From an optimization exercise on the open Yosys and OpenROAD flow, aimed at small area, a short achievable clock period and few clock cycles per item; shortcuts taken in it are not production practice. Where RTL was checked, it was by simulation tests only, not by an equivalence proof against the original.

run a:
// lpe_lane
module lpe_lane (
    input  wire        clk,
    input  wire        rst,
    input  wire        start,
    output reg         done,
    input  wire [2:0]  mode,           
    input  wire        action,         
    input  wire        split,          
    input  wire        first,          
    input  wire        sp_track_cfg,   
    input  wire        sp_track_act,   
    input  wire [2:0]  sp_src,         
    input  wire        sp_stale,       
    input  wire        ff_en,          
    input  wire        trk_en,         
    input  wire        out_loop,       
    input  wire        out2_loop,      
    input  wire [31:0] kpv,  input wire [4:0] s_kpv,
    input  wire [31:0] opv,
    input  wire [31:0] ksp,  input wire [4:0] s_ksp,
    input  wire [31:0] osp,
    input  wire [31:0] kp,   input wire [4:0] s_kp,
    input  wire [31:0] ki,   input wire [4:0] s_ki,
    input  wire [31:0] kd,   input wire [4:0] s_kd,
    input  wire [31:0] kdf,  input wire [4:0] s_kdf,
    input  wire [31:0] kff,  input wire [4:0] s_kff,
    input  wire [31:0] kout, input wire [4:0] s_kout,
    input  wire [31:0] oout,
    input  wire [31:0] kout2, input wire [4:0] s_kout2,
    input  wire [31:0] oout2,
    input  wire [31:0] spmin,
    input  wire [31:0] spmax,
    input  wire [31:0] sprate,
    input  wire [31:0] imin,
    input  wire [31:0] imax,
    input  wire [31:0] omin,
    input  wire [31:0] omax,
    input  wire [31:0] orate,
    input  wire [31:0] dband,
    input  wire [31:0] fixed_sp,
    input  wire [31:0] x_in,
    input  wire [31:0] sp_in,
    input  wire [31:0] ff_in,
    input  wire [31:0] trk_in,
    input  wire [31:0] pv_last,
    input  wire [31:0] sp_last,
    input  wire [31:0] out_last,
    input  wire [31:0] d_last,
    input  wire [47:0] i_last,
    input  wire [31:0] man_out,
    output reg  [31:0] pv_new,
    output reg  [31:0] sp_new,
    output reg  [31:0] out_new,
    output reg  [31:0] d_new,
    output reg  [47:0] i_new,
    output reg  [31:0] err,
    output reg  [31:0] code,
    output reg  [31:0] code2,
    output reg         emit,
    output reg         sat,
    output reg         i_clamp,
    output reg         rate_lim
);
==> module lpe_lane_add, before the edit <==
module lpe_lane_add #(parameter W = 32, parameter ARCH = 2) (
    input  wire [W-1:0] a,
    input  wire [W-1:0] b,
    input  wire         cin,
    output wire [W-1:0] s,
    output wire         cm,
    output wire         co
);
    localparam L = (W > 32) ? 6 : 5;    
    wire [W-1:0] g0 = a & b;
    wire [W-1:0] p0 = a ^ b;
    wire [W-1:0] gi = {g0[W-1:1], g0[0] | (p0[0] & cin)};
    wire [W-1:0] gg;    
    genvar i, l;
    generate
        if (ARCH == 2) begin : skl
            wire [W-1:0] G [0:L];
            wire [W-1:0] P [0:L];
            assign G[0] = gi;
            assign P[0] = p0;
            for (l = 0; l < L; l = l + 1) begin : lv
                for (i = 0; i < W; i = i + 1) begin : b
                    if ((i >> l) & 1) begin : m
                        localparam integer J = ((i >> l) << l) - 1;
                        assign G[l+1][i] = G[l][i] | (P[l][i] & G[l][J]);
                        assign P[l+1][i] = P[l][i] & P[l][J];
                    end else begin : k
                        assign G[l+1][i] = G[l][i];
                        assign P[l+1][i] = P[l][i];
                    end
                end
            end
            assign gg = G[L];
        end else begin : bk
            wire [W-1:0] G [0:2*L];
            wire [W-1:0] P [0:2*L];
            assign G[0] = gi;
            assign P[0] = p0;
            for (l = 0; l < L; l = l + 1) begin : up
                for (i = 0; i < W; i = i + 1) begin : b
                    if (((i + 1) % (2 << l)) == 0) begin : m
                        assign G[l+1][i] = G[l][i] | (P[l][i] & G[l][i - (1 << l)]);
                        assign P[l+1][i] = P[l][i] & P[l][i - (1 << l)];
                    end else begin : k
                        assign G[l+1][i] = G[l][i];
                        assign P[l+1][i] = P[l][i];
                    end
                end
            end
            for (l = L - 2; l >= 0; l = l - 1) begin : dn
                for (i = 0; i < W; i = i + 1) begin : b
                    if (((i + 1) % (2 << l)) == (1 << l) && i >= (2 << l)) begin : m
                        assign G[2*L-1-l][i] = G[2*L-2-l][i] | (P[2*L-2-l][i] & G[2*L-2-l][i - (1 << l)]);
                        assign P[2*L-1-l][i] = P[2*L-2-l][i] & P[2*L-2-l][i - (1 << l)];
                    end else begin : k
                        assign G[2*L-1-l][i] = G[2*L-2-l][i];
                        assign P[2*L-1-l][i] = P[2*L-2-l][i];
                    end
                end
            end
            assign gg = G[2*L-1];
        end
    endgenerate
    assign s  = p0 ^ {gg[W-2:0], cin};
    assign cm = gg[W-2];
    assign co = gg[W-1];
endmodule
clock: 33.0 ns
lec_check: 0
abc_area: 1
cap_margin: 20
core_margin: 2
core_utilization: 35
slew_margin: 20
standard.sh (not shown) runs the stock make flow with config.mk's settings and CLKGATE_MAP_FILE= SYNTH_SCRIPT=/design/flow/synth_recipe.tcl, a recipe that flattens the netlist after the stock synthesis.
==> flow/flow/run.sh <==
#!/bin/bash
set -euo pipefail
bash standard.sh SETUP_SLACK_MARGIN=22 "BUFFER_PORTS_ARGS=-buffer_cell sky130_fd_sc_hd__buf_1" finish > make.log 2>&1
Testbench counts of run a, summed over its fixed seeds: cycles 65,081, items 8,000.
Input changes introduced in run b (baseline for comparison: run a):
--- a/flow/design.v
+++ b/flow/design.v
@@ -2028,11 +2028,11 @@
     input  wire         cin,
     output wire [W-1:0] s,
     output wire         cm,
     output wire         co
 );
-    localparam L = (W > 32) ? 6 : 5;    
+    localparam L = $clog2(W);
     wire [W-1:0] g0 = a & b;
     wire [W-1:0] p0 = a ^ b;
     wire [W-1:0] gi = {g0[W-1:1], g0[0] | (p0[0] & cin)};
     wire [W-1:0] gg;    
     genvar i, l;
Timing, DRC, antenna: 0 failures across run a and run b. Met3 usage came out exactly the same in run a and run b. The pre-CTS setup slack of run a and that of run b are within noise of each other. Count of mapped cells out of synthesis came out exactly the same in run a and run b. Going from run a to run b, mean cell area of the mapped netlist level; TritonCTS buffer count barely changed; global-route wire length before repair closely matched the old numbers.
Only the layout flow was run in run b; the RTL was not checked for function there.

* * *

== v6 ==
Another version of the RTL of lpe_lane (not shown whole).
Size: about 670 flip-flops, about 110,000 um2 of cells after synthesis.
export LEC_CHECK = 0
export ABC_AREA = 1
export CAP_MARGIN = 30
export CORE_MARGIN = 2
export CORE_UTILIZATION = 35
export SLEW_MARGIN = 30
create_clock -name core_clock -period 33.0 [get_ports {clk}]
Scripts as last shown in full above: flow/flow/run.sh
Changes in v7 relative to v6:
--- a/flow/design.v
+++ b/flow/design.v
@@ -84,44 +84,38 @@
                 sat34 = {1'b0, s[31:0]};
             else if (s[33])
                 sat34 = {1'b1, 32'h8000_0000};
             else
                 sat34 = {1'b1, 32'h7FFF_FFFF};
         end
     endfunction
     function automatic [32:0] add_sat(input [31:0] a, input [31:0] b);
         add_sat = sat34({{2{a[31]}}, a} + {{2{b[31]}}, b});
     endfunction
-    function automatic [32:0] sub_sat(input [31:0] a, input [31:0] b);
-        sub_sat = sat34({{2{a[31]}}, a} - {{2{b[31]}}, b});
-    endfunction
-    function automatic [32:0] addsub_sat(input [31:0] a, input [31:0] b, input sub);
-        addsub_sat = sat34({{2{a[31]}}, a} + ({{2{b[31]}}, b} ^ {34{sub}}) + {33'd0, sub});
-    endfunction
     function automatic slt(input [31:0] a, input [31:0] b);
         slt = $signed(a) < $signed(b);
     endfunction
     function automatic [31:0] rnd16(input [47:0] i);
         rnd16 = i[47:16] + {31'd0, i[15] & (i[16] | (i[14:0] != 15'd0))};
     endfunction
     wire scaled_src = (sp_src == 3'd1) || (sp_src == 3'd2);
     wire raw_used   = (!sp_track_act && !sp_stale) || (first && !sp_track_cfg);
     wire need_a     = scaled_src && raw_used;
     reg f_run, f_closed, f_manual, f_bc, f_emits;
     reg f_c, f_d, f_f, f_h, f_i, f_first;
     reg f_stc, f_sta, f_sps;
     reg f_a;               
     reg f_2l;              
     reg f_kpos, f_kneg;    
     reg f_action;
     reg  [3:0]  st;
-    reg         is_a, is_b, is_2, is_3, is_h, is_i;    
+    reg         is_a, is_b, is_2, is_3;    
     reg  [31:0] kr;
     reg  [15:0] y_one, y_two, y_neg;    
     reg  [4:0]  sr;
     wire frac = (st == S_G);    
     reg  [30:0] rin;
     function automatic [30:0] rnd_const(input [4:0] s, input fr);
         begin
             rnd_const = 31'd0;
             if (!fr && s != 5'd0) rnd_const = 31'd1 << (s - 5'd1);
             if (fr && s > 5'd16)  rnd_const = 31'd1 << (s - 5'd17);
@@ -162,33 +156,31 @@
     wire [32:0] msum  = fits ? qsum : (prod[63] ? smin : smax);
     wire        mflag = !fits | msum[32];
     reg  [31:0] raw;       
     reg  [31:0] p;         
     reg  [31:0] it;        
     reg  [31:0] itw;       
     reg  [31:0] fft;
     reg  [47:0] inc;       
     reg         l_lo, l_hi;    
     reg         wflag;         
-    wire bc_st = f_bc;    
     wire bc1 = f_bc && ((st == S_BC1) || (st == S_H && !f_f));    
     wire bc2 = f_bc && ((st == S_BC2) || (st == S_H && f_f) || (st == S_I && !(f_f && f_h)));
     wire [31:0] raw_in  = (sp_src == 3'd0) ? fixed_sp : sp_in;
-    wire [31:0] raw_src = raw;    
     wire [32:0] a1, a2, a3, a4, a5, a6;
-    lpe_lane_addsat #(GA) u_a1 (.a(it), .b(p), .sub(bc_st), .y(a1));
-    lpe_lane_addsat #(GA) u_a2 (.a(a1[31:0]), .b(d_new), .sub(bc_st), .y(a2));
-    lpe_lane_addsat #(GA) u_a5 (.a(p), .b(fft), .sub(bc_st), .y(a5));
+    lpe_lane_addsat #(GA) u_a1 (.a(it), .b(p), .sub(f_bc), .y(a1));
+    lpe_lane_addsat #(GA) u_a2 (.a(a1[31:0]), .b(d_new), .sub(f_bc), .y(a2));
+    lpe_lane_addsat #(GA) u_a5 (.a(p), .b(fft), .sub(f_bc), .y(a5));
     lpe_lane_addsat #(GW) u_a3 (.a(p), .b(itw), .sub(1'b0), .y(a3));
     lpe_lane_addsat #(GW) u_a4 (.a(a3[31:0]), .b(d_new), .sub(1'b0), .y(a4));
     lpe_lane_addsat #(GA) u_a6 (.a(it), .b(fft), .sub(1'b0), .y(a6));
-    wire [31:0] cl_v  = is_b ? raw_src : man_out;
+    wire [31:0] cl_v  = is_b ? raw : man_out;
     wire [31:0] cl_lo = is_b ? spmin : omin;
     wire [31:0] cl_hi = is_b ? spmax : omax;
     wire [31:0] cl_out = slt(cl_v, cl_lo) ? cl_lo : (slt(cl_hi, cl_v) ? cl_hi : cl_v);
     wire        cl_below = slt(a5[31:0], raw);
     wire        cl_above = slt(code2, a5[31:0]);
     wire [31:0] v_clv    = cl_below ? raw : (cl_above ? code2 : a5[31:0]);
     wire ki_pos   = f_kpos;
     wire ki_neg   = f_kneg;
     wire e_pos    = !err[31] && (err != 32'd0);
     wire e_neg    = err[31];
@@ -293,30 +285,28 @@
         fs_2 <= (nx2 == S_2);
         fs_3 <= (nx2 == S_3);
         fs_g <= (nx2 == S_G);
         fs_e <= (nx2 == S_E);
         fs_f <= (nx2 == S_V1) || (nx2 == S_F);
         fs_h <= (nx2 == S_H);
         fs_i <= (nx2 == S_I);
         if (rst) begin
             st   <= S_IDLE;
             done <= 1'b0;
-            is_a <= 1'b0; is_b <= 1'b0; is_2 <= 1'b0; is_3 <= 1'b0; is_h <= 1'b0; is_i <= 1'b0;
+            is_a <= 1'b0; is_b <= 1'b0; is_2 <= 1'b0; is_3 <= 1'b0;
             fs_2 <= 1'b0; fs_3 <= 1'b0; fs_g <= 1'b0; fs_e <= 1'b0; fs_f <= 1'b0; fs_h <= 1'b0; fs_i <= 1'b0;
         end else begin
             st   <= nx;
             is_a <= (nx == S_A);
             is_b <= (nx == S_B);
             is_2 <= (nx == S_2);
             is_3 <= (nx == S_3);
-            is_h <= (nx == S_H);
-            is_i <= (nx == S_I);
             done <= (st != S_IDLE) && (nx == S_IDLE);
             if (st != S_IDLE && nx == S_IDLE && f_emits) begin
                 if (!f_h) code  <= u_fin;    
                 if (f_2l) code2 <= u_fin;
             end
             case (st)
                 S_IDLE: if (start) begin
                     f_run    <= (mode != M_OFF);
                     f_closed <= (mode == M_CLOSED);
                     f_manual <= (mode == M_MANUAL);
--- outcome ---
Side by side, multi-input gate area in the final layout turned out higher in v7 than in v6. In v7 the non-clock inverter instance count of the final layout turned out 6 lower than in v6. Relative to v6, the clock-buffer cell count measured on v7 has increased by a little under 10%. As far as die span in x is concerned, v7 and v6 perform about the same. Measured against each other, v7 and v6 differ in portion of the clock cycle consumed by the worst path in the final layout, the higher figure coming from v6. Per the comparison of v7 with v6, weighted congestion reported at the end of routability-driven placement shrank by 0.011; synthesized instance count neither gained nor lost much; register-to-register setup slack grew by 0.08 ns; via count increased 0.38%. Compared with v6, v7 shows a total number of cells along the worst setup path that is 5 higher. v7 ends up with higher fmax than v6 does. Global-route usage ended up 0.96 points higher on v7 than on v6. Minimum clock period ends up lower on v7.
Testbench counts of v7, summed over its fixed seeds: cycles 65,577, items 8,000.
For v6, only the layout was checked, not whether the RTL still works.

## port drivers added, routing unchanged
No port has a modelled driver above. Below, the same layouts with a new extraction and two added sets of constraints.
Step 1, drivers: a clkbuf_16 drives clk and a buf_2 each remaining input, both assumed.
Step 2 also shifts input and output timing later by t, the mid clock arrival at the registers, as if the neighbouring blocks saw the same clock.
Three values: no drivers, after step 1, after step 2; two values: the first two.
run	t, ns	setup slack, ns	slew at the worst register clock pin (ns)	pins driven straight from the clock port
run a	0.990	21.847 / 21.923 / 20.956	0.07 / 0.07	1
run b	0.990	21.847 / 21.923 / 20.956	0.07 / 0.07	1
v6	1.015	21.719 / 21.824 / 20.809	0.08 / 0.08	1
v7	1.012	21.916 / 21.968 / 20.956	0.08 / 0.08	1
After both steps setup and hold are still met in every run listed. The setup slack of v7, which loses most, moves by +0.052 ns with the drivers and by -0.960 ns with both steps.
